Source: an optimization exercise on an open RTL-to-GDS flow (aim: small area, a short achievable clock period and few clock cycles). Production flows keep margins and buffers that such runs may drop. Only simulation tests tie the RTL to the original design; equivalence was not proved.

`flow/config.mk`:
```
export PLATFORM = sky130hd
export DESIGN_NAME = flush_dot4
export DESIGN_NICKNAME = flush_dot4
export VERILOG_FILES = /design/flow/design.v
export SDC_FILE = /design/flow/constraint.sdc
export NUM_CORES = 4
export LEC_CHECK = 0
export ABC_CLOCK_PERIOD_IN_PS = 7000
export CAP_MARGIN = 20
export CELL_PAD_IN_SITES_DETAIL_PLACEMENT = 2
export CELL_PAD_IN_SITES_GLOBAL_PLACEMENT = 4
export CORE_MARGIN = 2
export CORE_UTILIZATION = 30
export PLACE_DENSITY = 0.45
export SLEW_MARGIN = 20
```
`flow/constraint.sdc`:
```
create_clock -name core_clock -period 30.0 [get_ports {clk}]
set_input_delay 6.0000 -clock core_clock [delete_from_list [all_inputs] [get_ports {clk}]]
set_output_delay 6.0000 -clock core_clock [all_outputs]
set_load 0.01 [all_outputs]
```
`flow/design.v`:
```
module flush_elem (
    input  wire [5:0] fh,       
    input  wire [7:0] x,
    output wire [7:0] sv,
    output wire [4:0] ex,
    output wire [2:0] tz,
    output wire       is_inf,
    output wire       is_nan
);
    wire i4 = fh[0], i8 = fh[1], e43 = fh[2], e52 = fh[3], e23 = fh[4], e32 = fh[5];
    wire h43 = |x[6:3], h52 = |x[6:2], h23 = |x[4:3], h32 = |x[4:2];
    wire [3:0] m = ({4{e43}} & {h43, x[2:0]})        | ({4{e52}} & {1'b0, h52, x[1:0]}) |
                   ({4{e23}} & {h23, x[2:0]})        | ({4{e32}} & {1'b0, h32, x[1:0]});
    wire       s = ((e43 | e52) & x[7]) | ((e23 | e32) & x[5]);
    wire [4:0] fpv = s ? (5'd0 - {1'b0, m}) : {1'b0, m};
    assign sv = ({8{i8}} & x) | ({8{i4}} & {{4{x[3]}}, x[3:0]}) | {{3{fpv[4]}}, fpv};
    assign ex = ({5{e43}} & {1'b0, x[6:4], x[3] | ~h43}) | ({5{e52}} & {x[6:3], x[2] | ~h52}) |
                ({5{e23}} & {3'd0, x[4], x[3] | ~h23})   | ({5{e32}} & {2'd0, x[4:3], x[2] | ~h32});
    assign is_nan = (e43 & (&x[6:0])) | (e52 & (&x[6:2]) & (|x[1:0]));
    assign is_inf = e52 & (&x[6:2]) & ~|x[1:0];
    wire [7:0] tv = (i8 | i4) ? x : {4'd0, m};
    assign tz = tv[0] ? 3'd0 : tv[1] ? 3'd1 : tv[2] ? 3'd2 : tv[3] ? 3'd3 :
                tv[4] ? 3'd4 : tv[5] ? 3'd5 : tv[6] ? 3'd6 : 3'd7;
endmodule
module flush_term (
    input  wire [5:0]        fh_a,     
    input  wire [5:0]        fh_b,
    input  wire [7:0]        a,
    input  wire [7:0]        b,
    input  wire              en,
    input  wire [7:0]        bx,       
    output wire [7:0]        sa,       
    output wire [7:0]        sb,
    output wire              neg,      
    output wire [5:0]        amt,      
    output wire [3:0]        tz,       
    output wire              is_nan,
    output wire              is_pinf,
    output wire              is_ninf
);
    wire       ia, ib, na, nb;
    wire [7:0] sva, svb;
    wire [4:0] ea, eb;
    wire [2:0] tza, tzb;
    flush_elem dec_a (.fh(fh_a), .x(a), .sv(sva), .ex(ea), .tz(tza), .is_inf(ia), .is_nan(na));
    flush_elem dec_b (.fh(fh_b), .x(b), .sv(svb), .ex(eb), .tz(tzb), .is_inf(ib), .is_nan(nb));
    wire za  = (sva == 8'd0);
    wire zb  = (svb == 8'd0);
    wire nan = na | nb | (ia & zb) | (ib & za);
    wire inf = ia | ib;
    wire num = en & ~nan & ~inf;
    wire sgn = sva[7] ^ svb[7];
    wire nz  = num & ~za & ~zb;
    assign is_nan  = en & nan;
    assign is_pinf = en & ~nan & inf & ~sgn;
    assign is_ninf = en & ~nan & inf &  sgn;
    assign sa      = num ? sva : 8'd0;
    assign sb      = svb;
    wire [3:0] tzs = {1'b0, tza} + {1'b0, tzb};
    assign tz = nz ? tzs : 4'd15;
    wire [7:0] ts, tc, t;
    flush_csa #(8) u_tc (.x({3'd0, ea}), .y({3'd0, eb}), .z(bx), .s(ts), .c(tc));
    flush_add #(8) u_ta (.a(ts), .b(tc), .cin(1'b0), .s(t));
    wire [7:0] n1 = ~t;                                            
    wire [3:0] rm1 = (n1[7:4] != 4'd0) ? 4'd15 : n1[3:0];
    assign neg     = t[7];
    assign amt     = neg ? {2'b00, rm1} : t[5:0];
endmodule
module flush_prod (
    input  wire [7:0]  sa,
    input  wire [7:0]  sb,
    input  wire        neg,
    input  wire [5:0]  amt,
    input  wire [3:0]  tz,
    output wire [15:0] q,        
    output wire        ru,       
    output wire [5:0]  w,
    output wire        inx       
);
    wire [15:0] p;
    flush_mul8 u_mul (.a(sa), .b(sb), .p(p));
    wire signed [16:0] y = $signed({p[15], p}) >>> amt[3:0];
    wire sticky = (tz < amt[3:0]);         
    assign q   = neg ? y[16:1] : p;
    assign ru  = neg & y[0] & (y[1] | sticky);
    assign inx = neg & (y[0] | sticky);
    assign w  = neg ? 6'd0 : amt;
endmodule
module flush_lane (
    input  wire [15:0] q,
    input  wire [5:0]  w,
    input  wire [3:0]  tz,       
    input  wire [6:0]  hth,      
    input  wire        gz,       
    output wire [69:0] z,
    output wire        ovf       
);
    wire [14:0] xm = q[14:0] ^ {15{q[15]}};
    wire [15:0] xb = {xm, 1'b1};
    wire        i3 = |xb[15:8];
    wire [7:0]  y3 = i3 ? xb[15:8] : xb[7:0];
    wire        i2 = |y3[7:4];
    wire [3:0]  y2 = i2 ? y3[7:4] : y3[3:0];
    wire        i1 = |y2[3:2];
    wire [1:0]  y1 = i1 ? y2[3:2] : y2[1:0];
    wire [3:0]  bln = {i3, i2, i1, y1[1]};
    wire       nz  = (tz != 4'd15);
    wire       pw  = ~q[15] & (bln == tz + 4'd1);
    wire [6:0] tot = {3'd0, bln} + {1'b0, w};
    assign ovf = nz & (gz | (tot > hth) | ((tot == hth) & ~pw));
    wire [16:0] x1 = w[0] ? {q, 1'b0}   : {q[15], q};
    wire [18:0] x2 = w[1] ? {x1, 2'b0}  : {{2{x1[16]}}, x1};
    wire [22:0] x3 = w[2] ? {x2, 4'b0}  : {{4{x2[18]}}, x2};
    wire [30:0] x4 = w[3] ? {x3, 8'b0}  : {{8{x3[22]}}, x3};
    wire [42:0] x5 = w[4] ? {x4[26:0], 16'b0} : {{12{x4[30]}}, x4};
    assign      z  = w[5] ? {x5[37:0], 32'b0} : {{27{x5[42]}}, x5};
endmodule
module flush_mul8 (
    input  wire [7:0]  a,
    input  wire [7:0]  b,
    output wire [15:0] p
);
    reg [15:0] row [0:8];
    integer i, j;
    always @* begin
        for (i = 0; i < 8; i = i + 1) begin
            row[i] = 16'd0;
            for (j = 0; j < 8; j = j + 1)
                row[i][i + j] = ((i == 7) ^ (j == 7)) ? ~(a[i] & b[j]) : (a[i] & b[j]);
        end
        row[8] = 16'h8100;
    end
    wire [15:0] s0, c0, s1, c1, s2, c2, s3, c3, s4, c4, s5, c5, s6, c6;
    flush_csa #(16) k0 (row[0], row[1], row[2], s0, c0);
    flush_csa #(16) k1 (row[3], row[4], row[5], s1, c1);
    flush_csa #(16) k2 (row[6], row[7], row[8], s2, c2);
    flush_csa #(16) k3 (s0, c0, s1, s3, c3);
    flush_csa #(16) k4 (c1, s2, c2, s4, c4);
    flush_csa #(16) k5 (s3, c3, s4, s5, c5);
    flush_csa #(16) k6 (s5, c5, c4, s6, c6);
    flush_add #(16) fin (.a(s6), .b(c6), .cin(1'b0), .s(p));
endmodule
module flush_csa #(parameter W = 16) (
    input  wire [W-1:0] x,
    input  wire [W-1:0] y,
    input  wire [W-1:0] z,
    output wire [W-1:0] s,
    output wire [W-1:0] c
);
    assign s = x ^ y ^ z;
    wire [W-1:0] m = (x & y) | (x & z) | (y & z);
    assign c = {m[W-2:0], 1'b0};
endmodule
module flush_add #(parameter W = 16) (
    input  wire [W-1:0] a,
    input  wire [W-1:0] b,
    input  wire         cin,
    output wire [W-1:0] s
);
    localparam L = (W > 64) ? 7 : (W > 32) ? 6 : (W > 16) ? 5 : (W > 8) ? 4 : (W > 4) ? 3 : 2;
    reg [W-1:0] pp, gg, pg;
    integer l, i;
    always @* begin
        pp    = a ^ b;
        gg    = a & b;
        gg[0] = gg[0] | (pp[0] & cin);
        pg    = pp;
        for (l = 0; l < L; l = l + 1)
            for (i = (2 << l) - 1; i < W; i = i + (2 << l)) begin
                gg[i] = gg[i] | (pg[i] & gg[i - (1 << l)]);
                pg[i] = pg[i] & pg[i - (1 << l)];
            end
        for (l = L - 2; l >= 0; l = l - 1)
            for (i = 3 * (1 << l) - 1; i < W; i = i + (2 << l)) begin
                gg[i] = gg[i] | (pg[i] & gg[i - (1 << l)]);
                pg[i] = pg[i] & pg[i - (1 << l)];
            end
    end
    assign s = pp ^ {gg[W-2:0], cin};
endmodule
module flush_dot4 (
    input  wire        clk,
    input  wire        rst,
    input  wire        in_valid,
    output wire        in_ready,
    input  wire        in_clear,
    input  wire        in_read,
    input  wire [7:0]  in_level,
    input  wire [3:0]  in_fmt_a,
    input  wire [3:0]  in_fmt_b,
    input  wire [3:0]  in_en,
    input  wire [31:0] in_a,
    input  wire [31:0] in_b,
    output reg         out_valid,
    output wire [95:0] out_acc,
    output wire [1:0]  out_tag,
    output wire        out_inexact
);
    localparam [1:0] NUM = 2'd0, PINF = 2'd1, NINF = 2'd2, NAN = 2'd3;
    assign in_ready = 1'b1;
    function [5:0] fhot(input [3:0] f);     
        fhot = {f == 4'h6, f == 4'h5, f == 4'h4, f == 4'h3, f == 4'h1, f == 4'h0};
    endfunction
    reg        r0_clear, r0_read;
    reg [3:0]  r0_en;
    reg [7:0]  r0_level;
    reg [5:0]  r0_fa, r0_fb;      
    reg [31:0] r0_a, r0_b;
    wire       take = in_valid & ~rst;
    always @(posedge clk) begin
        r0_clear <= take & in_clear;
        r0_read  <= take & in_read;
        r0_en    <= {4{take}} & in_en;
        r0_level <= in_level;
        r0_fa    <= fhot(in_fmt_a);
        r0_fb    <= fhot(in_fmt_b);
        r0_a     <= in_a;
        r0_b     <= in_b;
    end
    wire [4:0] na = {r0_fa[3], r0_fa[2], r0_fa[4] | r0_fa[5], r0_fa[2], r0_fa[3] | r0_fa[5]};
    wire [4:0] nb = {r0_fb[3], r0_fb[2], r0_fb[4] | r0_fb[5], r0_fb[2], r0_fb[3] | r0_fb[5]};
    wire [9:0] lx = {{2{r0_level[7]}}, r0_level};
    wire [9:0] bs0, bc0, bs, bc, bsh;
    wire [7:0] bx = bsh[9] ? bsh[7:0] : {6'd0, bsh[1:0]};
    flush_csa #(10) u_b0 (.x(~{5'd0, na}), .y(~{5'd0, nb}), .z(~lx), .s(bs0), .c(bc0));
    flush_csa #(10) u_b1 (.x(bs0), .y(bc0), .z(10'd51), .s(bs), .c(bc));
    flush_add #(10) u_b2 (.a(bs), .b(bc), .cin(1'b0), .s(bsh));
    wire [7:0] t_sa [0:3];
    wire [7:0] t_sb [0:3];
    wire [5:0] t_amt [0:3];
    wire [3:0] t_tz [0:3];
    wire [3:0] t_neg, t_nan, t_pinf, t_ninf;
    genvar i;
    generate
        for (i = 0; i < 4; i = i + 1) begin : lane
            flush_term u_term (
                .fh_a(r0_fa), .fh_b(r0_fb),
                .a(r0_a[8*i +: 8]), .b(r0_b[8*i +: 8]),
                .en(r0_en[i]), .bx(bx),
                .sa(t_sa[i]), .sb(t_sb[i]), .neg(t_neg[i]), .amt(t_amt[i]),
                .tz(t_tz[i]),
                .is_nan(t_nan[i]), .is_pinf(t_pinf[i]), .is_ninf(t_ninf[i])
            );
        end
    endgenerate
    reg [7:0] r1_sa [0:3];
    reg [7:0] r1_sb [0:3];
    reg [5:0] r1_amt [0:3];
    reg [3:0] r1_tz [0:3];
    reg [3:0] r1_neg;
    reg [4:0] r1_g;              
    reg       r1_gz;             
    reg       r1_clear, r1_read;
    reg [1:0] r1_tag;            
    integer k;
    always @(posedge clk) begin
        for (k = 0; k < 4; k = k + 1) begin
            r1_sa[k]  <= t_sa[k];
            r1_sb[k]  <= t_sb[k];
            r1_amt[k] <= t_amt[k];
            r1_tz[k]  <= t_tz[k];
        end
        r1_neg    <= t_neg;
        r1_g      <= bsh[9] ? 5'd0 : bsh[6:2];
        r1_gz     <= ~bsh[9] & (bsh[8:0] >= 9'd96);
        r1_clear  <= r0_clear;
        r1_read   <= r0_read;
        r1_tag    <= {|(t_nan | t_ninf), |(t_nan | t_pinf)};
    end
    wire [15:0] t_q [0:3];
    wire [5:0]  t_w [0:3];
    wire [3:0]  t_ru, t_inx;
    generate
        for (i = 0; i < 4; i = i + 1) begin : lane2
            flush_prod u_prod (
                .sa(r1_sa[i]), .sb(r1_sb[i]), .neg(r1_neg[i]), .amt(r1_amt[i]),
                .tz(r1_tz[i]),
                .q(t_q[i]), .ru(t_ru[i]), .w(t_w[i]), .inx(t_inx[i])
            );
        end
    endgenerate
    reg [15:0] r2_q [0:3];
    reg [5:0]  r2_w [0:3];
    reg [3:0]  r2_ru;
    reg [3:0]  r2_tz [0:3];
    reg [4:0]  r2_g;
    reg        r2_gz, r2_clear, r2_read, r2_inx;
    reg [1:0]  r2_tag;
    always @(posedge clk) begin
        for (k = 0; k < 4; k = k + 1) begin
            r2_q[k] <= t_q[k];
            r2_w[k] <= t_w[k];
            r2_tz[k] <= r1_tz[k];
        end
        r2_ru    <= t_ru;
        r2_g     <= r1_g;
        r2_gz    <= r1_gz;
        r2_clear <= r1_clear;
        r2_read  <= r1_read;
        r2_inx   <= |t_inx;
        r2_tag   <= r1_tag;
    end
    wire [69:0] z [0:3];
    wire [3:0]  ovf;
    wire [6:0]  hth = {5'd24 - r2_g, 2'b00};       
    generate
        for (i = 0; i < 4; i = i + 1) begin : lane3
            flush_lane u_lane (.q(r2_q[i]), .w(r2_w[i]), .tz(r2_tz[i]), .hth(hth), .gz(r2_gz),
                               .z(z[i]), .ovf(ovf[i]));
        end
    endgenerate
    wire [71:0] z0 = {{2{z[0][69]}}, z[0]};
    wire [71:0] z1 = {{2{z[1][69]}}, z[1]};
    wire [71:0] z2 = {{2{z[2][69]}}, z[2]};
    wire [71:0] z3 = {{2{z[3][69]}}, z[3]};
    wire [71:0] s0, c0, s1, c1, ssum;
    flush_csa #(72) u_csa0 (z0, z1, z2, s0, c0);
    flush_csa #(72) u_csa1 (s0, {c0[71:1], r2_ru[0]}, z3, s1, c1);
    flush_add #(72) u_add0 (.a(s1), .b({c1[71:1], r2_ru[1]}), .cin(r2_ru[2]), .s(ssum));
    reg [71:0] r3_s;
    reg [4:0]  r3_g;
    reg        r3_gz, r3_c3;
    reg        r3_clear, r3_read, r3_inx;
    reg [1:0]  r3_tag;
    always @(posedge clk) begin
        r3_s     <= ssum;
        r3_g     <= r2_g;
        r3_gz    <= r2_gz;
        r3_c3    <= r2_ru[3];
        r3_clear <= r2_clear;
        r3_read  <= r2_read;
        r3_inx   <= r2_inx | (|ovf);
        r3_tag   <= r2_tag;
    end
    reg [95:0] acc;
    reg [1:0]  acc_tag;
    reg        acc_inx;
    reg        rst_d1, rst_d2, rst_d3, rst_d4;
    wire       kill = rst_d1 | rst_d2 | rst_d3 | rst_d4;
    wire [95:0] sx   = {{24{r3_s[71]}}, r3_s};
    wire [95:0] term = (r3_gz | kill) ? 96'd0 : (sx << {r3_g, 2'b00});
    wire [95:0] base = (r3_clear | kill) ? 96'd0 : acc;
    wire [95:0] nacc;
    flush_add #(96) u_add1 (.a(base), .b(term), .cin(r3_c3 & ~kill), .s(nacc));
    wire [1:0] btag = r3_clear ? NUM : acc_tag;
    wire [1:0] ntag = btag | r3_tag;
    wire ninx = (~r3_clear & acc_inx) | r3_inx;
    always @(posedge clk) begin
        rst_d1    <= rst;
        rst_d2    <= rst_d1;
        rst_d3    <= rst_d2;
        rst_d4    <= rst_d3;
        acc       <= nacc;
        acc_tag   <= kill ? NUM : ntag;
        acc_inx   <= ~kill & ninx;
        out_valid <= ~rst & ~kill & r3_read;
    end
    assign out_acc     = acc;
    assign out_tag     = acc_tag;
    assign out_inexact = acc_inx;
endmodule
```
`flow/flow/run.sh`:
```
#!/bin/bash
# The standard layout (standard.sh: ORFS synthesis through finish), with
# two changes: repair_timing aims for 22.8 ns of setup slack, and buffer_ports gives each input and output port a
# sky130_fd_sc_hd__buf_1 instead of the cell it picks by default.
# The full output of the ORFS run goes to standard.log here; ORFS keeps each
# step's own log under orfs/logs/.
set -euo pipefail
bash standard.sh "BUFFER_PORTS_ARGS=-buffer_cell sky130_fd_sc_hd__buf_1" SETUP_SLACK_MARGIN=22.8 finish > standard.log 2>&1
```
`flow/standard.sh`:
```
#!/bin/bash
# synth_recipe.tcl (not shown) runs the flow's synth.tcl, then flattens the netlist and writes it again
# the make line also repeats each setting of config.mk as NAME=value (left out here)
make -C /OpenROAD-flow-scripts/flow DESIGN_CONFIG=/design/flow/config.mk WORK_HOME=/design/flow/orfs CLKGATE_MAP_FILE= SYNTH_SCRIPT=/design/flow/synth_recipe.tcl "${@:-finish}"
```
==> flow_metrics.py, run 1 <==
metrics = {
    "timing": {
        "worst_pin_slew_ps": 1140,
        "layout_min_cycle_time_ps": 7200,
        "final-max-slew-violation-count": 0,
        "hold_violations": 0,
        "relSlewSlack_pct": 23.9,
        "rsz0062_at_grt": "yes",
        "setup_viol": 0,
        "max_freq_mhz": 139,
        "fin_worst_skew_ps": 48.9,
        "finalCritPeriodShare_pct": 24.0,
        "fin_ws_ps": 22800,
        "tns_ps": 0,
    },
    "critical_path": {
        "critical_path.max_stage_delay_ps": 390,
        "worstSetupPathType": "reg2out",
        "critPathBufInv": 1,
        "cp_max_fo": 2,
        "startpoint": "acc[64]",
        "path_cells": "buf_6",
        "end_kind": "output pin",
        "arrival_ps": 1200,
        "cp_top_family": "flip-flops",
        "critPathRequiredTime_ps": 24000,
        "cp-start-kind": "flop",
        "r2r-start": "r2_w[0][0]",
        "crit_path_top_delay_cell": "dfxtp_4",
    },
    "route": {
        "wl_um": 238000,
        "drc": 0,
        "drt_iter0_drc": 2415,
        "ant_nets": 0,
        "first_pass_iters": 5,
        "vias": 47500,
        "viasPerCell": 5.29,
        "wire_per_inst_um": 26.5,
    },
    "global_route": {
        "grt_overflow": 0,
        "grt_pass1_vias": 51000,
        "grt_max_degree": 97,
        "grt_pass1_wl_um": 352000,
        "grt_usage_pct": 26.1,
        "antenna_found_initial": 0,
    },
    "cts": {
        "cts_sinks": 515,
        "cts_tree": "done",
        "clockRootBuffer": "clkbuf_16",
        "cts.clk_slew.worst_paths_ps": 60,
        "h-tree-depth": 3,
        "cts_buffers": 72,
        "clock_latency_ps": 700,
        "max-clock-path-buffers": 3,
    },
    "floorplan": {
        "ioPinCount": 190,
        "std_cell_rows": 154,
        "start_util_pct": 30.1,
        "die_y_um": 424,
        "core_um2": 176000,
        "die_area_um2": 180000,
        "die_w_um": 424,
    },
    "min_path": {
        "worstHoldStart": "r0_clear",
        "hold_path.class": "reg2reg",
    },
    "synth": {
        "synth_flop_cell": "dfxtp_1",
        "syn_avg_cell_area_um2": 8.05,
        "synth_area_leader_cell": "dfxtp_1",
        "syn-instance-count": 6585,
        "ys_seq_elements": 515,
        "synth-edff-count": 0,
        "ys.warnings.count": 23,
        "syn_area_um2": 53000,
        "synth.area.top_cells": "dfxtp_1 19%, fa_1 17%, ha_1 9.3%",
        "ys_seq_area_share_pct": 19.4,
        "async_flop_share_pct": 0,
        "ys_types": 97,
        "syn_nets": 7511,
        "synth_top_area_share_pct": 19.4,
    },
    "layout": {
        "synthToLayoutAreaGrowth_pct": 12.4,
        "final_nets": 7502,
        "utilization_pct": 33.9,
        "drive_gt1_share_pct": 9.53,
        "instances_no_fill": 8975,
        "design_area_um2": 59600,
    },
    "place": {
        "dpl.cell_count": 8839,
        "portBuffers": 188,
        "routabilityCongestion": 0.927,
        "hpwl_um": 197000,
        "place_area_um2": 55900,
        "dp_slack_ps": 22020,
    },
    "outcome": {
        "status": "timing/DRC/antenna clean",
    },
    "job": {
        "maxCapViolCount": 0,
    },
}
worst paths after layout:
kind                  to  cells after the start  slack (ps)
max reg2reg     r3_s[71]                     24       23000
max          out_acc[64]                      1       22800
min             r1_clear                      0         320
min reg2reg     r1_clear                      0         320
cell type report:
class | count | area [µm²]
Fill cell | 20100 | 116000
Multi-Input combinational cell | 4923 | 38600
Sequential cell | 515 | 10500
Inverter | 801 | 3020
Tap cell | 2340 | 2930
Timing Repair Buffer | 263 | 1950
Clock buffer | 88 | 1940
Clock inverter | 44 | 601
Antenna cell | 1 | 2.50
metrics by stage:
| step | hold WS, ps |
|---|---|
| 6_report | 325 |
| 3_3_place_gp | 311 |
| 3_5_place_dp | 315 |
| 5_1_grt | 338 |
| 2_1_floorplan | 310 |
| 4_1_cts | 323 |
layout by cell type (no fill, tap or decap), drive strengths merged, types with 19 or more instances in the layout:
| cell | synthesis | final |
|---|---|---|
| and2 | 270 | 270 |
| o21ai | 373 | 373 |
| clkinv | 10 | 25 |
| o21bai | 27 | 27 |
| a22o | 19 | 19 |
| a211oi | 107 | 107 |
| mux4 | 36 | 36 |
| ha | 394 | 394 |
| o21a | 52 | 52 |
| inv | 791 | 802 |
| or2 | 33 | 33 |
| o211ai | 43 | 43 |
| xnor2 | 119 | 119 |
| o31ai | 33 | 33 |
| or4 | 23 | 23 |
| clkbuf | 298 | 88 |
| a31oi | 59 | 59 |
| mux2i | 199 | 199 |
| nand3 | 109 | 109 |
| nand2 | 770 | 770 |
| nor2 | 464 | 464 |
| buf | 48 | 263 |
| xor2 | 58 | 58 |
| o22ai | 62 | 62 |
| nor3 | 78 | 78 |
| nand2b | 59 | 59 |
| nand4 | 48 | 48 |
| o22a | 20 | 20 |
| and3 | 25 | 25 |
| or3 | 23 | 23 |
| mux2 | 84 | 84 |
| dfxtp | 515 | 515 |
| fa | 443 | 443 |
| a22oi | 23 | 23 |
| a21oi | 463 | 463 |
| nor2b | 82 | 82 |
| a21o | 118 | 118 |
sequential cells by signal (all words and copies together), names as in the netlist, 6 cells and up:
| register | count |
|---|---|
| acc | 96 |
| r0_a | 32 |
| r0_b | 32 |
| r0_fa | 6 |
| r0_fb | 6 |
| r0_level | 8 |
| r1_amt | 24 |
| r1_sa | 32 |
| r1_sb | 32 |
| r1_tz | 16 |
| r2_q | 64 |
| r2_tz | 16 |
| r2_w | 24 |
| r3_s | 72 |
metal layers:
layer / track usage [%] / part of all wire (%) / vias to the layer above / routed length [µm]
li1: - / - / 22200 / -
met1: 33.9 / 45 / 24400 / 107000
met2: 46.3 / 50 / 660 / 118000
met3: 1.96 / 2.3 / 211 / 5470
met4: 7.57 / 3.0 / 0 / 7240
met5: 0 / 0 / - / 0
repair_timing:
item | CTS | global route
gates cloned | 0 | 0
setup endpoints to repair | 151 | 111
buffers inserted | 2 | 1
pin swaps | 0 | 1
hold buffers | 0 | 0
resized for setup | 324 | 57
cell usage after synthesis (15+ instances only):
cell and number:
inv_1 782, nand2_1 770, dfxtp_1 515, nor2_1 464
a21oi_1 462, fa_1 443, ha_1 394, o21ai_0 372
clkbuf_1 297, and2_1 269, mux2i_1 199, xnor2_1 119
a21o_1 118, nand3_1 109, a211oi_1 105, mux2_2 84
nor2b_1 82, nor3_1 78, a31oi_1 59, nand2b_1 59
o22ai_1 59, xor2_1 58, o21a_1 52, nand4_1 48
o211ai_1 43, buf_1 38, mux4_2 36, o31ai_1 31
or2_2 31, o21bai_1 27, and3_1 24, a22oi_1 23
or4_1 22, or3_1 21, o22a_1 20, a22o_1 19
a21boi_0 16, nor4_1 16, a211o_1 15
kinds of logic (layout without fill, tap and decap cells):
kind of cell | after synthesis | after routing | share of synthesized area (%)
xor+xnor | 177 | 177 | 2.92
simple gates | 2048 | 2048 | 18.2
buf+inv | 1147 | 1196 | 8.16
other cells | 1 | 2 | 0.00707
fa+ha+maj | 837 | 837 | 26.0
mux | 319 | 319 | 7.07
flops | 515 | 515 | 19.4
compound gates | 1541 | 1541 | 18.2
Testbench counts, summed over its fixed seeds: cycles 12,040.
==> run 2, diff against run 1 <==
--- a/flow/design.v
+++ b/flow/design.v
@@ -64,38 +64,28 @@
     wire [7:0] n1 = ~t;                                            
     wire [3:0] rm1 = (n1[7:4] != 4'd0) ? 4'd15 : n1[3:0];
     assign neg     = t[7];
-    assign amt     = neg ? {2'b00, rm1} : t[5:0];
+    assign amt     = neg ? {2'b00, ~rm1} : t[5:0];
 endmodule
 module flush_prod (
     input  wire [7:0]  sa,
     input  wire [7:0]  sb,
-    input  wire        neg,
-    input  wire [5:0]  amt,
-    input  wire [3:0]  tz,
-    output wire [15:0] q,        
-    output wire        ru,       
-    output wire [5:0]  w,
-    output wire        inx       
+    output wire [15:0] p
 );
-    wire [15:0] p;
     flush_mul8 u_mul (.a(sa), .b(sb), .p(p));
-    wire signed [16:0] y = $signed({p[15], p}) >>> amt[3:0];
-    wire sticky = (tz < amt[3:0]);         
-    assign q   = neg ? y[16:1] : p;
-    assign ru  = neg & y[0] & (y[1] | sticky);
-    assign inx = neg & (y[0] | sticky);
-    assign w  = neg ? 6'd0 : amt;
 endmodule
 module flush_lane (
-    input  wire [15:0] q,
+    input  wire [15:0] p,
+    input  wire        neg,
     input  wire [5:0]  w,
     input  wire [3:0]  tz,       
     input  wire [6:0]  hth,      
     input  wire        gz,       
     output wire [69:0] z,
+    output wire        ru,       
+    output wire        inx,      
     output wire        ovf       
 );
-    wire [14:0] xm = q[14:0] ^ {15{q[15]}};
+    wire [14:0] xm = p[14:0] ^ {15{p[15]}};
     wire [15:0] xb = {xm, 1'b1};
     wire        i3 = |xb[15:8];
     wire [7:0]  y3 = i3 ? xb[15:8] : xb[7:0];
@@ -105,14 +95,18 @@
     wire [1:0]  y1 = i1 ? y2[3:2] : y2[1:0];
     wire [3:0]  bln = {i3, i2, i1, y1[1]};
     wire       nz  = (tz != 4'd15);
-    wire       pw  = ~q[15] & (bln == tz + 4'd1);
+    wire       pw  = ~p[15] & (bln == tz + 4'd1);
     wire [6:0] tot = {3'd0, bln} + {1'b0, w};
-    assign ovf = nz & (gz | (tot > hth) | ((tot == hth) & ~pw));
-    wire [16:0] x1 = w[0] ? {q, 1'b0}   : {q[15], q};
+    assign ovf = nz & ~neg & (gz | (tot > hth) | ((tot == hth) & ~pw));
+    wire [16:0] x1 = w[0] ? {p, 1'b0}   : {p[15], p};
     wire [18:0] x2 = w[1] ? {x1, 2'b0}  : {{2{x1[16]}}, x1};
     wire [22:0] x3 = w[2] ? {x2, 4'b0}  : {{4{x2[18]}}, x2};
     wire [30:0] x4 = w[3] ? {x3, 8'b0}  : {{8{x3[22]}}, x3};
-    wire [42:0] x5 = w[4] ? {x4[26:0], 16'b0} : {{12{x4[30]}}, x4};
+    wire        sticky = (tz < ~w[3:0]);
+    assign ru  = neg & x4[15] & (x4[16] | sticky);
+    assign inx = neg & (x4[15] | sticky);
+    wire [30:0] xr = neg ? {{16{x4[30]}}, x4[30:16]} : x4;
+    wire [42:0] x5 = w[4] ? {xr[26:0], 16'b0} : {{12{xr[30]}}, xr};
     assign      z  = w[5] ? {x5[37:0], 32'b0} : {{27{x5[42]}}, x5};
 endmodule
 module flush_mul8 (
@@ -267,46 +261,40 @@
         r1_read   <= r0_read;
         r1_tag    <= {|(t_nan | t_ninf), |(t_nan | t_pinf)};
     end
-    wire [15:0] t_q [0:3];
-    wire [5:0]  t_w [0:3];
-    wire [3:0]  t_ru, t_inx;
+    wire [15:0] t_p [0:3];
     generate
         for (i = 0; i < 4; i = i + 1) begin : lane2
-            flush_prod u_prod (
-                .sa(r1_sa[i]), .sb(r1_sb[i]), .neg(r1_neg[i]), .amt(r1_amt[i]),
-                .tz(r1_tz[i]),
-                .q(t_q[i]), .ru(t_ru[i]), .w(t_w[i]), .inx(t_inx[i])
-            );
+            flush_prod u_prod (.sa(r1_sa[i]), .sb(r1_sb[i]), .p(t_p[i]));
         end
     endgenerate
-    reg [15:0] r2_q [0:3];
+    reg [15:0] r2_p [0:3];
     reg [5:0]  r2_w [0:3];
-    reg [3:0]  r2_ru;
     reg [3:0]  r2_tz [0:3];
+    reg [3:0]  r2_neg;
     reg [4:0]  r2_g;
-    reg        r2_gz, r2_clear, r2_read, r2_inx;
+    reg        r2_gz, r2_clear, r2_read;
     reg [1:0]  r2_tag;
     always @(posedge clk) begin
         for (k = 0; k < 4; k = k + 1) begin
-            r2_q[k] <= t_q[k];
-            r2_w[k] <= t_w[k];
+            r2_p[k]  <= t_p[k];
+            r2_w[k]  <= r1_amt[k];
             r2_tz[k] <= r1_tz[k];
         end
-        r2_ru    <= t_ru;
+        r2_neg   <= r1_neg;
         r2_g     <= r1_g;
         r2_gz    <= r1_gz;
         r2_clear <= r1_clear;
         r2_read  <= r1_read;
-        r2_inx   <= |t_inx;
         r2_tag   <= r1_tag;
     end
     wire [69:0] z [0:3];
-    wire [3:0]  ovf;
+    wire [3:0]  ovf, ru, rinx;
     wire [6:0]  hth = {5'd24 - r2_g, 2'b00};       
     generate
         for (i = 0; i < 4; i = i + 1) begin : lane3
-            flush_lane u_lane (.q(r2_q[i]), .w(r2_w[i]), .tz(r2_tz[i]), .hth(hth), .gz(r2_gz),
-                               .z(z[i]), .ovf(ovf[i]));
+            flush_lane u_lane (.p(r2_p[i]), .neg(r2_neg[i]), .w(r2_w[i]), .tz(r2_tz[i]),
+                               .hth(hth), .gz(r2_gz),
+                               .z(z[i]), .ru(ru[i]), .inx(rinx[i]), .ovf(ovf[i]));
         end
     endgenerate
     wire [71:0] z0 = {{2{z[0][69]}}, z[0]};
@@ -315,8 +303,8 @@
     wire [71:0] z3 = {{2{z[3][69]}}, z[3]};
     wire [71:0] s0, c0, s1, c1, ssum;
     flush_csa #(72) u_csa0 (z0, z1, z2, s0, c0);
-    flush_csa #(72) u_csa1 (s0, {c0[71:1], r2_ru[0]}, z3, s1, c1);
-    flush_add #(72) u_add0 (.a(s1), .b({c1[71:1], r2_ru[1]}), .cin(r2_ru[2]), .s(ssum));
+    flush_csa #(72) u_csa1 (s0, {c0[71:1], ru[0]}, z3, s1, c1);
+    flush_add #(72) u_add0 (.a(s1), .b({c1[71:1], ru[1]}), .cin(ru[2]), .s(ssum));
     reg [71:0] r3_s;
     reg [4:0]  r3_g;
     reg        r3_gz, r3_c3;
@@ -326,10 +314,10 @@
         r3_s     <= ssum;
         r3_g     <= r2_g;
         r3_gz    <= r2_gz;
-        r3_c3    <= r2_ru[3];
+        r3_c3    <= ru[3];
         r3_clear <= r2_clear;
         r3_read  <= r2_read;
-        r3_inx   <= r2_inx | (|ovf);
+        r3_inx   <= |(rinx | ovf);
         r3_tag   <= r2_tag;
     end
     reg [95:0] acc;
==> flow/flow/run.sh (replaced) <==
#!/bin/bash
# The standard layout (standard.sh: ORFS synthesis through finish), with
# two changes: repair_timing aims for 22.8 ns of setup slack, and buffer_ports gives each input and output port a
# sky130_fd_sc_hd__buf_4 instead of the cell it picks by default.
# The full output of the ORFS run goes to standard.log here; ORFS keeps each
# step's own log under orfs/logs/.
set -euo pipefail
bash standard.sh "BUFFER_PORTS_ARGS=-buffer_cell sky130_fd_sc_hd__buf_4" SETUP_SLACK_MARGIN=22.8 finish > standard.log 2>&1
==> flow_metrics.py, run 2 <==
metrics = {
    "outcome": {
        "status": "timing/DRC/antenna clean",
    },
    "layout": {
        "layout_common_cells": "742 x inv_1, 677 x nand2_1, 455 x a21oi_1, 442 x fa_1, 423 x nor2_1",
        "largest_reg_flops": 96,
        "layout_commonest_cell": "inv_1",
        "biggestRegsByFlops": "acc x96, r3_s x72, r2_p x64",
        "synthToLayoutAreaGrowth_pct": 13.1,
        "final_nets": 7089,
        "top_register": "acc",
        "design_area_um2": 57300,
        "drive_gt1_share_pct": 11.3,
    },
    "critical_path": {
        "critPathBufInv": 1,
        "arrival_ps": 1180,
        "path_cells": "buf_6",
        "worstSetupPathType": "reg2out",
        "crit_path_top_delay_cell": "dfxtp_4",
        "cp_top_family": "flip-flops",
        "critPathRequiredTime_ps": 24000,
        "cp_max_fo": 2,
        "end_kind": "output pin",
        "cp-start-kind": "flop",
        "critical_path.max_stage_delay_ps": 360,
    },
    "timing": {
        "relSlewSlack_pct": 27.3,
        "hold_violations": 0,
        "rsz0062_at_grt": "yes",
        "tns_ps": 0,
        "finalCritPeriodShare_pct": 23.9,
        "max_freq_mhz": 139,
        "layout_min_cycle_time_ps": 7180,
        "final-max-slew-violation-count": 0,
        "fin_ws_ps": 22820,
        "setup_viol": 0,
        "worst_pin_slew_ps": 1090,
        "fin_worst_skew_ps": 39.5,
    },
    "synth": {
        "synthTopCellsByCount": "743 x inv_1, 681 x nand2_1, 514 x dfxtp_1, 465 x a21oi_1, 443 x fa_1",
        "syn-instance-count": 6130,
        "yosysMostFrequentCell": "inv_1",
        "syn_area_um2": 50700,
        "ys_seq_area_share_pct": 20.3,
        "synth-edff-count": 0,
        "syn_nets": 7056,
        "ys_types": 97,
        "syn_avg_cell_area_um2": 8.27,
        "ys.warnings.count": 23,
        "synth.area.top_cells": "dfxtp_1 20%, fa_1 18%, ha_1 9.7%",
        "async_flop_share_pct": 0,
        "ys_seq_elements": 514,
        "synth_flop_cell": "dfxtp_1",
        "synth_area_leader_cell": "dfxtp_1",
        "synth_top_area_share_pct": 20.3,
    },
    "global_route": {
        "grt_pass1_vias": 48000,
        "antenna_found_initial": 3,
        "grt_max_degree": 86,
        "grt_usage_pct": 26.0,
        "grt_overflow": 0,
        "grt_pass1_wl_um": 334000,
    },
    "floorplan": {
        "std_cell_rows": 150,
        "die_area_um2": 172000,
        "die_y_um": 415,
        "die_w_um": 415,
        "core_um2": 167000,
        "ioPinCount": 190,
        "start_util_pct": 30.3,
    },
    "cts": {
        "cts.clk_slew.worst_paths_ps": 60,
        "cts_sinks": 514,
        "clockRootBuffer": "clkbuf_16",
        "clock_latency_ps": 720,
        "max-clock-path-buffers": 3,
        "h-tree-depth": 3,
        "cts_buffers": 69,
        "cts_tree": "done",
        "hold_buffers": 0,
    },
    "route": {
        "wire_per_inst_um": 26.8,
        "vias": 44100,
        "drc": 0,
        "drt_iter0_drc": 2055,
        "wl_um": 226000,
        "ant_nets": 0,
        "viasPerCell": 5.24,
        "first_pass_iters": 5,
    },
    "place": {
        "portBuffers": 188,
        "hpwl_um": 187000,
        "place_area_um2": 54200,
        "dp_slack_ps": 21710,
        "routabilityCongestion": 0.889,
    },
    "job": {
        "maxCapViolCount": 0,
    },
    "min_path": {
        "hold_path.class": "reg2reg",
    },
}
==> run 2: per-stage QoR <==
stage / utilization, % / hold WS (ps) / cells
floorplan: - / 310 / 6130
detailed placement: 32.3 / 314 / 8281
finish: 34.2 / 319 / 8421
global route: 34.2 / 333 / 8418
CTS: 34.1 / 324 / 8407
global placement: 32.3 / 310 / 8281
==> run 2: final cells by class <==
type	instances	area, µm²
multi-input combinational	4555	36500
tap	2204	2760
inverter	759	2860
antenna	3	7.51
clock inverter	32	429
sequential	514	10500
fill	18800	110000
timing repair buffer	264	2320
clock buffer	90	1900
==> run 2: kinds of logic (layout without fill, tap and decap cells) <==
family,after synthesis,count (layout),share of synthesized area (%)
and+or+nand+nor,1868,1868,17.6
AOI/OAI and AO/OA,1422,1422,17.7
buffers and inverters,1061,1145,8.00
xor gates and xnor gates,175,175,3.02
DFF,514,514,20.3
adders and majority gates,837,837,27.2
other,1,4,0.00740
muxes,252,252,6.18
==> run 2: final timing paths <==
| kind | from | endpoint | slack [ps] | cells after the start |
|---|---|---|---|---|
| worst max register to register | r2_w[0][3] | r3_s[59] | 23130 | 21 |
| worst max-delay path | acc[70] | out_acc[70] | 22820 | 1 |
| worst min register to register | r1_gz | r2_gz | 320 | 0 |
| worst min-delay path | r1_gz | r2_gz | 320 | 0 |
==> run 2: layer usage <==
layer,global-route usage [%],routed length [µm]
met2,45.7,112000
met5,0,0
met4,7.43,6760
met3,2.18,5030
met1,33.9,102000
==> run 2: timing repair <==
item,in CTS,in global routing
gates cloned,0,0
endpoints found under the setup margin,139,71
pin swaps,0,2
buffers inserted,4,10
gates resized for setup,206,59
endpoints found under the hold margin,0,0
Testbench counts of run 2, summed over its fixed seeds: cycles 12,040.
==> run 3, diff against run 2 <==
--- a/flow/config.mk
+++ b/flow/config.mk
@@ -5,6 +5,7 @@
 export SDC_FILE = /design/flow/constraint.sdc
 export NUM_CORES = 4
 export LEC_CHECK = 0
+export ABC_AREA = 1
 export ABC_CLOCK_PERIOD_IN_PS = 7000
 export CAP_MARGIN = 20
 export CELL_PAD_IN_SITES_DETAIL_PLACEMENT = 2
==> flow_metrics.py, run 3 <==
metrics = {
    "timing": {
        "layout_min_cycle_time_ps": 7170,
        "whs_ps": 319,
        "finalCritPeriodShare_pct": 23.9,
        "max_freq_mhz": 140,
        "worst_pin_slew_ps": 1240,
        "fin_ws_ps": 22830,
        "fin_worst_skew_ps": 38.2,
        "final-max-slew-violation-count": 0,
        "tns_ps": 0,
        "setup_viol": 0,
        "rsz0062_at_grt": "yes",
        "hold_violations": 0,
        "relSlewSlack_pct": 16.7,
    },
    "synth": {
        "syn_area_um2": 50600,
        "yosysMostFrequentCell": "nand2_1",
        "synth.area.top_cells": "dfxtp_1 20%, fa_1 18%, nand2_1 13%",
        "synth_flop_cell": "dfxtp_1",
        "syn_nets": 8113,
        "ys.warnings.count": 23,
        "synth_area_leader_cell": "dfxtp_1",
        "syn_avg_cell_area_um2": 7.05,
        "synth-edff-count": 0,
        "synth_top_area_share_pct": 20.3,
        "synthTopCellsByCount": "1732 x nand2_1, 1374 x inv_1, 612 x o21ai_0, 514 x dfxtp_1, 457 x nor2_1",
        "ys_seq_area_share_pct": 20.3,
        "syn-instance-count": 7187,
        "ys_seq_elements": 514,
        "async_flop_share_pct": 0,
        "ys_types": 70,
    },
    "global_route": {
        "grt_pass1_wl_um": 339000,
        "grt_usage_pct": 26.2,
        "antenna_found_initial": 17,
        "grt_pass1_vias": 51300,
        "grt_overflow": 0,
        "grt_max_degree": 88,
    },
    "cts": {
        "cts_buffers": 72,
        "clock_latency_ps": 700,
        "hold_buffers": 0,
        "max-clock-path-buffers": 3,
        "clockRootBuffer": "clkbuf_16",
        "cts_tree": "done",
        "h-tree-depth": 3,
        "cts.clk_slew.worst_paths_ps": 60,
        "cts_sinks": 514,
    },
    "critical_path": {
        "critical_path.max_stage_delay_ps": 370,
        "cp_top_family": "flip-flops",
        "path_cells": "buf_6",
        "cp-start-kind": "flop",
        "worstSetupPathType": "reg2out",
        "arrival_ps": 1170,
        "crit_path_top_delay_cell": "dfxtp_4",
        "end_kind": "output pin",
        "cp_max_fo": 2,
        "critPathBufInv": 1,
        "critPathRequiredTime_ps": 24000,
        "reg2reg_slack_ps": 23190,
    },
    "route": {
        "ant_nets": 0,
        "drc": 0,
        "wire_per_inst_um": 24.0,
        "drt_iter0_drc": 2437,
        "wl_um": 228000,
        "vias": 47200,
        "first_pass_iters": 5,
        "viasPerCell": 4.98,
    },
    "layout": {
        "biggestRegsByFlops": "acc x96, r3_s x72, r2_p x64",
        "layout_commonest_cell": "nand2_1",
        "top_register": "acc",
        "drive_gt1_share_pct": 9.21,
        "utilization_pct": 34.2,
        "largest_reg_flops": 96,
        "layout_common_cells": "1731 x nand2_1, 1361 x inv_1, 599 x o21ai_0, 455 x nor2_1, 443 x fa_1",
        "synthToLayoutAreaGrowth_pct": 13.1,
        "final_nets": 8145,
    },
    "place": {
        "routabilityCongestion": 0.941,
        "hpwl_um": 191000,
        "dp_slack_ps": 22530,
        "portBuffers": 188,
    },
    "floorplan": {
        "core_um2": 167000,
        "die_area_um2": 172000,
        "ioPinCount": 190,
        "die_w_um": 415,
        "die_y_um": 415,
        "std_cell_rows": 150,
        "start_util_pct": 30.2,
    },
    "job": {
        "maxCapViolCount": 0,
    },
    "outcome": {
        "status": "timing/DRC/antenna clean",
    },
    "min_path": {
        "hold_path.class": "reg2reg",
    },
}
[run 3: final timing paths]
kind	start	endpoint	cells after the start
hold / removal	r1_tz[1][3]	r2_tz[1][3]	0
hold reg to reg	r1_tz[1][3]	r2_tz[1][3]	0
setup / recovery	acc[75]	out_acc[75]	1
setup reg to reg	r2_w[2][0]	r3_s[63]	30
[run 3: cells by family after synthesis]
| logic type | after synthesis | share of synthesized area (%) |
|---|---|---|
| AOI/OAI and AO/OA | 1230 | 13.7 |
| xor gates and xnor gates | 201 | 3.48 |
| adders and majority gates | 837 | 27.3 |
| buffers and inverters | 1704 | 12.9 |
| DFF | 514 | 20.3 |
| muxes | 19 | 0.376 |
| other | 1 | 0.00741 |
| and+or+nand+nor | 2681 | 22.0 |
[run 3: metal layers]
metal  track usage [%]  share of wire, %
met5                 0             0.032
met4              8.50               3.6
met3              2.62               3.1
met2              45.8                49
met1              33.7                45
[run 3: metrics by stage]
stage / instance area [µm²] / std cells
floorplan: 50600 / 7187
global placement: 53900 / 9323
detailed placement: 53900 / 9323
CTS: 57000 / 9462
global route: 57300 / 9480
finish: 57300 / 9481
[run 3: cell type report]
| class | count | area [µm²] |
|---|---|---|
| Fill cell | 19700 | 110000 |
| Multi-Input combinational cell | 4969 | 33900 |
| Sequential cell | 514 | 10500 |
| Inverter | 1399 | 5280 |
| Tap cell | 2204 | 2760 |
| Timing Repair Buffer | 256 | 2250 |
| Clock buffer | 92 | 2030 |
| Clock inverter | 39 | 539 |
| Timing Repair inverter | 7 | 37.5 |
| Antenna cell | 1 | 2.50 |
[run 3: timing repair]
item,CTS,global route
buffers inserted,7,12
pin swaps,0,3
gates resized for setup,212,42
cloned,1,6
endpoints found under the setup margin,111,87
==> run 4, diff against run 3 <==
--- a/flow/design.v
+++ b/flow/design.v
@@ -132,7 +132,7 @@
     flush_csa #(16) k4 (c1, s2, c2, s4, c4);
     flush_csa #(16) k5 (s3, c3, s4, s5, c5);
     flush_csa #(16) k6 (s5, c5, c4, s6, c6);
-    flush_add #(16) fin (.a(s6), .b(c6), .cin(1'b0), .s(p));
+    assign p = s6 + c6;     
 endmodule
 module flush_csa #(parameter W = 16) (
     input  wire [W-1:0] x,
@@ -237,30 +237,24 @@
             );
         end
     endgenerate
-    reg [7:0] r1_sa [0:3];
-    reg [7:0] r1_sb [0:3];
-    reg [5:0] r1_amt [0:3];
-    reg [3:0] r1_tz [0:3];
-    reg [3:0] r1_neg;
-    reg [4:0] r1_g;              
-    reg       r1_gz;             
-    reg       r1_clear, r1_read;
-    reg [1:0] r1_tag;            
+    wire [7:0] r1_sa [0:3];
+    wire [7:0] r1_sb [0:3];
+    wire [5:0] r1_amt [0:3];
+    wire [3:0] r1_tz [0:3];
+    wire [3:0] r1_neg = t_neg;
+    wire [4:0] r1_g = bsh[9] ? 5'd0 : bsh[6:2];
+    wire       r1_gz = ~bsh[9] & (bsh[8:0] >= 9'd96);
+    wire       r1_clear = r0_clear, r1_read = r0_read;
+    wire [1:0] r1_tag = {|(t_nan | t_ninf), |(t_nan | t_pinf)};
     integer k;
-    always @(posedge clk) begin
-        for (k = 0; k < 4; k = k + 1) begin
-            r1_sa[k]  <= t_sa[k];
-            r1_sb[k]  <= t_sb[k];
-            r1_amt[k] <= t_amt[k];
-            r1_tz[k]  <= t_tz[k];
+    generate
+        for (i = 0; i < 4; i = i + 1) begin : r1w
+            assign r1_sa[i] = t_sa[i];
+            assign r1_sb[i] = t_sb[i];
+            assign r1_amt[i] = t_amt[i];
+            assign r1_tz[i] = t_tz[i];
         end
-        r1_neg    <= t_neg;
-        r1_g      <= bsh[9] ? 5'd0 : bsh[6:2];
-        r1_gz     <= ~bsh[9] & (bsh[8:0] >= 9'd96);
-        r1_clear  <= r0_clear;
-        r1_read   <= r0_read;
-        r1_tag    <= {|(t_nan | t_ninf), |(t_nan | t_pinf)};
-    end
+    endgenerate
     wire [15:0] t_p [0:3];
     generate
         for (i = 0; i < 4; i = i + 1) begin : lane2
@@ -323,8 +317,8 @@
     reg [95:0] acc;
     reg [1:0]  acc_tag;
     reg        acc_inx;
-    reg        rst_d1, rst_d2, rst_d3, rst_d4;
-    wire       kill = rst_d1 | rst_d2 | rst_d3 | rst_d4;
+    reg        rst_d1, rst_d2, rst_d3;
+    wire       kill = rst_d1 | rst_d2 | rst_d3;
     wire [95:0] sx   = {{24{r3_s[71]}}, r3_s};
     wire [95:0] term = (r3_gz | kill) ? 96'd0 : (sx << {r3_g, 2'b00});
     wire [95:0] base = (r3_clear | kill) ? 96'd0 : acc;
@@ -337,7 +331,6 @@
         rst_d1    <= rst;
         rst_d2    <= rst_d1;
         rst_d3    <= rst_d2;
-        rst_d4    <= rst_d3;
         acc       <= nacc;
         acc_tag   <= kill ? NUM : ntag;
         acc_inx   <= ~kill & ninx;
==> flow_metrics.py, run 4 <==
metrics = {
    "min_path": {
        "worstHoldStart": "r2_read",
        "hold_depth": 0,
        "hold_path.class": "reg2reg",
        "whs_endpoint": "r3_read",
    },
    "cts": {
        "clock_latency_ps": 680,
        "cts.clk_slew.worst_paths_ps": 60,
        "clockRootBuffer": "clkbuf_16",
        "h-tree-depth": 2,
        "cts_sinks": 395,
        "hold_buffers": 0,
        "cts_buffers": 55,
        "cts_tree": "done",
        "max-clock-path-buffers": 3,
    },
    "route": {
        "wl_met2_um": 113000,
        "drc": 0,
        "met3_length_um": 5620,
        "wire_per_inst_um": 24.4,
        "viasPerCell": 5.05,
        "first_pass_iters": 5,
        "ant_nets": 0,
        "wl_um": 224000,
        "vias": 46400,
        "highest_layer": "met4",
        "drt_iter0_drc": 2305,
        "wirelength_met1_um": 97800,
    },
    "layout": {
        "layout_common_cells": "1578 x nand2_1, 1253 x inv_1, 649 x o21ai_0, 562 x nor2_1, 427 x fa_1",
        "synthToLayoutAreaGrowth_pct": 13.6,
        "drive_gt1_share_pct": 9.67,
        "final_nets": 7978,
        "layout_commonest_cell": "nand2_1",
        "biggestRegsByFlops": "acc x96, r3_s x72, r2_p x64",
        "largest_reg_flops": 96,
        "top_register": "acc",
        "instances_no_fill": 9185,
    },
    "synth": {
        "synth_area_leader_cell": "fa_1",
        "syn-instance-count": 6959,
        "syn_area_um2": 47600,
        "synthTopCellsByCount": "1588 x nand2_1, 1263 x inv_1, 669 x o21ai_0, 575 x nor2_1, 427 x fa_1",
        "syn_nets": 7873,
        "synth_top_area_share_pct": 18.0,
        "synth.area.top_cells": "fa_1 18%, dfxtp_1 17%, nand2_1 13%",
        "yosysMostFrequentCell": "nand2_1",
        "ys_seq_elements": 395,
        "ys.warnings.count": 14,
        "syn_avg_cell_area_um2": 6.84,
        "async_flop_share_pct": 0,
        "ys_types": 61,
        "synth_flop_cell": "dfxtp_1",
        "synth-edff-count": 0,
        "ys_seq_area_share_pct": 16.6,
    },
    "global_route": {
        "grt_pass1_vias": 50600,
        "grt_max_degree": 88,
        "grt_usage_pct": 27.2,
        "antenna_found_initial": 5,
        "grt_pass1_wl_um": 332000,
        "grt_overflow": 0,
    },
    "place": {
        "dp_slack_ps": 22310,
        "portBuffers": 188,
        "hpwl_um": 191000,
        "routabilityCongestion": 0.955,
        "dpl.cell_count": 9040,
    },
    "timing": {
        "final-max-slew-violation-count": 0,
        "setup_viol": 0,
        "whs_ps": 327,
        "finalCritPeriodShare_pct": 23.9,
        "relSlewSlack_pct": 31.1,
        "tns_ps": 0,
        "max_freq_mhz": 140,
        "layout_min_cycle_time_ps": 7170,
        "fin_worst_skew_ps": 57.7,
        "fin_ws_ps": 22830,
        "rsz0062_at_grt": "yes",
        "hold_violations": 0,
        "worst_pin_slew_ps": 1020,
    },
    "critical_path": {
        "critPathRequiredTime_ps": 24000,
        "arrival_ps": 1170,
        "cp_top_family": "flip-flops",
        "rr_endpoint": "r2_p[3][15]",
        "critical_path.max_stage_delay_ps": 390,
        "cp-start-kind": "flop",
        "critPathBufInv": 1,
        "reg2reg_slack_ps": 23190,
        "r2r-start": "r0_fa[3]",
        "worstSetupPathType": "reg2out",
        "cp_max_fo": 2,
        "path_cells": "buf_6",
        "end_kind": "output pin",
        "crit_path_top_delay_cell": "dfxtp_4",
        "r2r_cells": 40,
    },
    "job": {
        "maxCapViolCount": 0,
    },
    "floorplan": {
        "die_w_um": 402,
        "die_y_um": 402,
        "std_cell_rows": 146,
        "die_area_um2": 162000,
        "ioPinCount": 190,
        "start_util_pct": 30.1,
        "core_um2": 158000,
    },
    "outcome": {
        "status": "timing/DRC/antenna clean",
    },
}
## run 4: cell count changes after synthesis, sizes merged, moves of 29 or more
cell / previous run / this run
o21ai: 638 / 683
nand2: 1775 / 1611
inv: 1395 / 1311
buf: 83 / 54
clkbuf: 222 / 182
nor2: 488 / 601
dfxtp: 514 / 395
## run 4: repair_timing
item,CTS,global route
gates cloned,1,5
resized for setup,153,107
endpoints found under the hold margin,0,0
setup endpoints to repair,103,66
setup buffers,4,29
pin swaps,0,15
## run 4: layout make-up
cell class / instances / area, µm²
multi-input combinational: 5005 / 34000
tap: 2072 / 2590
inverter: 1324 / 5020
timing repair buffer: 279 / 2310
clock buffer: 76 / 1580
antenna: 7 / 17.5
sequential: 395 / 8100
fill: 18800 / 104000
timing repair inverter: 4 / 20.0
clock inverter: 23 / 338
## run 4: worst max-delay path by stage
stage / endpoint / startpoint / cells after the start
finish: out_acc[64] / acc[64] / 1
global route: r2_p[3][15] / r0_fa[3] / 40
CTS: out_acc[70] / acc[70] / 1
detailed placement: r3_s[71] / r2_p[2][15] / 37
global placement: r3_s[63] / r2_p[2][15] / 37
floorplan: r0_fa[0] / in_fmt_a[2] / 2
## run 4: layer usage
metal	vias up	global-route usage, %
li1	22100	-
met1	23400	34.0
met2	658	49.4
met3	225	1.88
met4	0	8.40
met5	-	0
## run 4: kinds of logic (layout without fill, tap and decap cells)
group / Yosys count / after routing / share of synthesized area (%)
AND/OR/NAND/NOR: 2676 / 2677 / 23.3
XOR/XNOR: 203 / 203 / 3.74
multiplexers: 41 / 41 / 0.863
other: 1 / 8 / 0.00788
AO/OA/AOI/OAI: 1258 / 1258 / 14.7
buffers and inverters: 1560 / 1706 / 12.4
adder cells (fa/ha/maj): 825 / 825 / 28.4
flip-flops: 395 / 395 / 16.6
## run 4: through the flow
stage	cell area [µm²]	util [%]
final	54000	34.2
after global routing	54000	34.2
after CTS	53400	33.8
after detailed placement	51100	32.3
after global placement	51100	32.3
after floorplan	47600	-
Testbench counts of run 4, summed over its fixed seeds: cycles 12,032.
==> run 5, diff against run 4 <==
--- a/flow/config.mk
+++ b/flow/config.mk
@@ -12,5 +12,6 @@
 export CELL_PAD_IN_SITES_GLOBAL_PLACEMENT = 4
 export CORE_MARGIN = 2
 export CORE_UTILIZATION = 30
+export CTS_BUF_LIST = sky130_fd_sc_hd__clkbuf_8
 export PLACE_DENSITY = 0.45
 export SLEW_MARGIN = 20
==> flow_metrics.py, run 5 <==
metrics = {
    "job": {
        "maxCapViolCount": 0,
    },
    "timing": {
        "setup_viol": 0,
        "worst_pin_slew_ps": 972,
        "tns_ps": 0,
        "rsz0062_at_grt": "yes",
        "fin_worst_skew_ps": 79.9,
        "final-max-slew-violation-count": 0,
        "layout_min_cycle_time_ps": 7270,
        "hold_violations": 0,
        "max_freq_mhz": 137,
        "relSlewSlack_pct": 34.5,
        "finalCritPeriodShare_pct": 24.2,
    },
    "layout": {
        "layout_commonest_cell": "nand2_1",
        "drive_gt1_share_pct": 10.9,
        "final_nets": 8014,
        "top_register": "acc",
        "multi_input_area_um2": 34000,
        "biggestRegsByFlops": "acc x96, r3_s x72, r2_p x64",
        "largest_reg_flops": 96,
        "layout_common_cells": "1578 x nand2_1, 1264 x inv_1, 650 x o21ai_0, 563 x nor2_1, 427 x fa_1",
        "synthToLayoutAreaGrowth_pct": 14.0,
        "nFillCells": 18800,
        "regArea_um2": 8160,
    },
    "global_route": {
        "grt_pass1_vias": 50800,
        "grt_usage_pct": 27.2,
        "grt_overflow": 0,
        "grt_pass1_wl_um": 332000,
        "antenna_found_initial": 8,
        "grt_max_degree": 88,
    },
    "cts": {
        "cts_tree": "done",
        "cts_sinks": 395,
        "cts.clk_slew.worst_paths_ps": 60,
        "h-tree-depth": 3,
        "hold_buffers": 0,
        "cts_buffers": 82,
        "max-clock-path-buffers": 3,
        "clock_latency_ps": 800,
        "clockRootBuffer": "clkbuf_8",
    },
    "route": {
        "drt_iter0_drc": 2168,
        "drc": 0,
        "first_pass_iters": 5,
        "viasPerCell": 5.03,
        "wl_um": 224000,
        "ant_nets": 0,
        "wire_per_inst_um": 24.2,
        "vias": 46500,
    },
    "critical_path": {
        "reg2reg_slack_ps": 23240,
        "crit_path_top_delay_cell": "dfxtp_4",
        "path_cells": "buf_6",
        "arrival_ps": 1270,
        "critPathRequiredTime_ps": 24000,
        "critPathBufInv": 1,
        "cp_max_fo": 2,
        "end_kind": "output pin",
        "cp_top_family": "flip-flops",
        "worstSetupPathType": "reg2out",
        "cp-start-kind": "flop",
        "critical_path.max_stage_delay_ps": 360,
    },
    "floorplan": {
        "std_cell_rows": 146,
        "die_area_um2": 162000,
        "core_um2": 158000,
        "ioPinCount": 190,
        "die_w_um": 402,
        "die_y_um": 402,
        "start_util_pct": 30.1,
    },
    "synth": {
        "ys_seq_area_share_pct": 16.6,
        "synth_flop_cell": "dfxtp_1",
        "syn_nets": 7873,
        "ys_types": 61,
        "synth_area_leader_cell": "fa_1",
        "yosysMostFrequentCell": "nand2_1",
        "synthTopCellsByCount": "1588 x nand2_1, 1263 x inv_1, 669 x o21ai_0, 575 x nor2_1, 427 x fa_1",
        "synth_top_area_share_pct": 18.0,
        "ys_seq_elements": 395,
        "synth-edff-count": 0,
        "syn_area_um2": 47600,
        "syn-instance-count": 6959,
        "async_flop_share_pct": 0,
        "ys.warnings.count": 14,
        "syn_avg_cell_area_um2": 6.84,
        "synth.area.top_cells": "fa_1 18%, dfxtp_1 17%, nand2_1 13%",
    },
    "place": {
        "hpwl_um": 191000,
        "routabilityCongestion": 0.955,
        "portBuffers": 188,
    },
    "min_path": {
        "hold_path.class": "reg2reg",
    },
    "outcome": {
        "status": "timing/DRC/antenna clean",
    },
}
==> run 5: cell counts after synthesis <==
Identical to the previous run, type by type.
==> run 5: metrics by stage <==
stage	setup slack (ps)	cell area (µm²)	instances	utilization (%)	hold WS, ps
finish	22730	54200	9240	34.3	324
detailed placement	22310	51100	9040	32.3	318
floorplan	23520	47600	6959	-	310
global placement	22530	51100	9040	32.3	310
global route	22660	54200	9238	34.3	332
CTS	22630	53600	9197	33.9	329
==> run 5: routing by layer <==
| layer | routed length (µm) | track usage [%] | part of all wire, % |
|---|---|---|---|
| met1 | 97900 | 34.0 | 44 |
| met2 | 112000 | 49.4 | 50 |
| met3 | 5630 | 2.24 | 2.5 |
| met4 | 7640 | 8.68 | 3.4 |
| met5 | 0 | 0 | 0 |
==> run 5: area by class of cell <==
class	instances	share of cell area, %
timing repair buffer	289	4.77
inverter	1324	9.26
antenna	8	0.0369
timing repair inverter	4	0.0369
tap	2072	4.78
clock inverter	41	0.697
multi-input combinational	5004	62.8
sequential	395	15.0
clock buffer	103	2.61
==> run 5: logic make-up (layout without fill, tap and decap cells) <==
group           count (synthesis)  count (layout)  share of synthesized area, %
fa+ha+maj                     825             825                          28.4
compound gates               1258            1258                          14.7
other cells                     1               9                       0.00788
simple gates                 2676            2676                          23.3
flops                         395             395                          16.6
xor+xnor                      203             203                          3.74
buf+inv                      1560            1761                          12.4
mux                            41              41                         0.863
==> run 5: worst paths after layout <==
kind | startpoint | endpoint | depth (start not counted)
setup / recovery | acc[80] | out_acc[80] | 1
hold / removal | r2_read | r3_read | 0
setup reg to reg | r0_fb[1] | r2_p[0][14] | 34
hold reg to reg | r2_read | r3_read | 0
==> run 5: repair_timing <==
action	CTS	global route
gates cloned	0	5
endpoints found under the setup margin	141	152
buffers inserted	13	30
pin swaps	1	13
resized for setup	245	113

[port drivers added, routing unchanged]
In the flow no input, the clock included, has a driving cell. The finished layouts below were timed again as built, in two steps. Step 1 (the two cells are an assumption about what drives the block):
set clk [get_ports {clk}]
set_driving_cell -lib_cell sky130_fd_sc_hd__clkbuf_16 $clk
set_driving_cell -lib_cell sky130_fd_sc_hd__buf_2 [delete_from_list [all_inputs] $clk]
Step 2 times the ports against the registers' clock, not the clock port: input delays grow and output delays shrink by t, the midpoint of the rising clock arrivals with the driver on. Three values: ideal, step 1, step 2; two values: the first two.
run | t (ns) | setup slack, ns | hold slack, ns | worst setup path after step 2
run 1 | 0.762 | 22.803 / 22.720 / 22.998 | 0.325 / 0.325 / 0.325 | register to register
run 2 | 0.784 | 22.819 / 22.734 / 22.916 | 0.319 / 0.319 / 0.319 | input to register
run 3 | 0.764 | 22.833 / 22.753 / 23.004 | 0.319 / 0.319 / 0.319 | input to register
run 4 | 0.738 | 22.832 / 22.745 / 23.054 | 0.327 / 0.327 / 0.327 | input to register
run 5 | 0.842 | 22.726 / 22.646 / 23.025 | 0.324 / 0.324 / 0.324 | input to register
After both steps setup and hold are still met in every run listed.
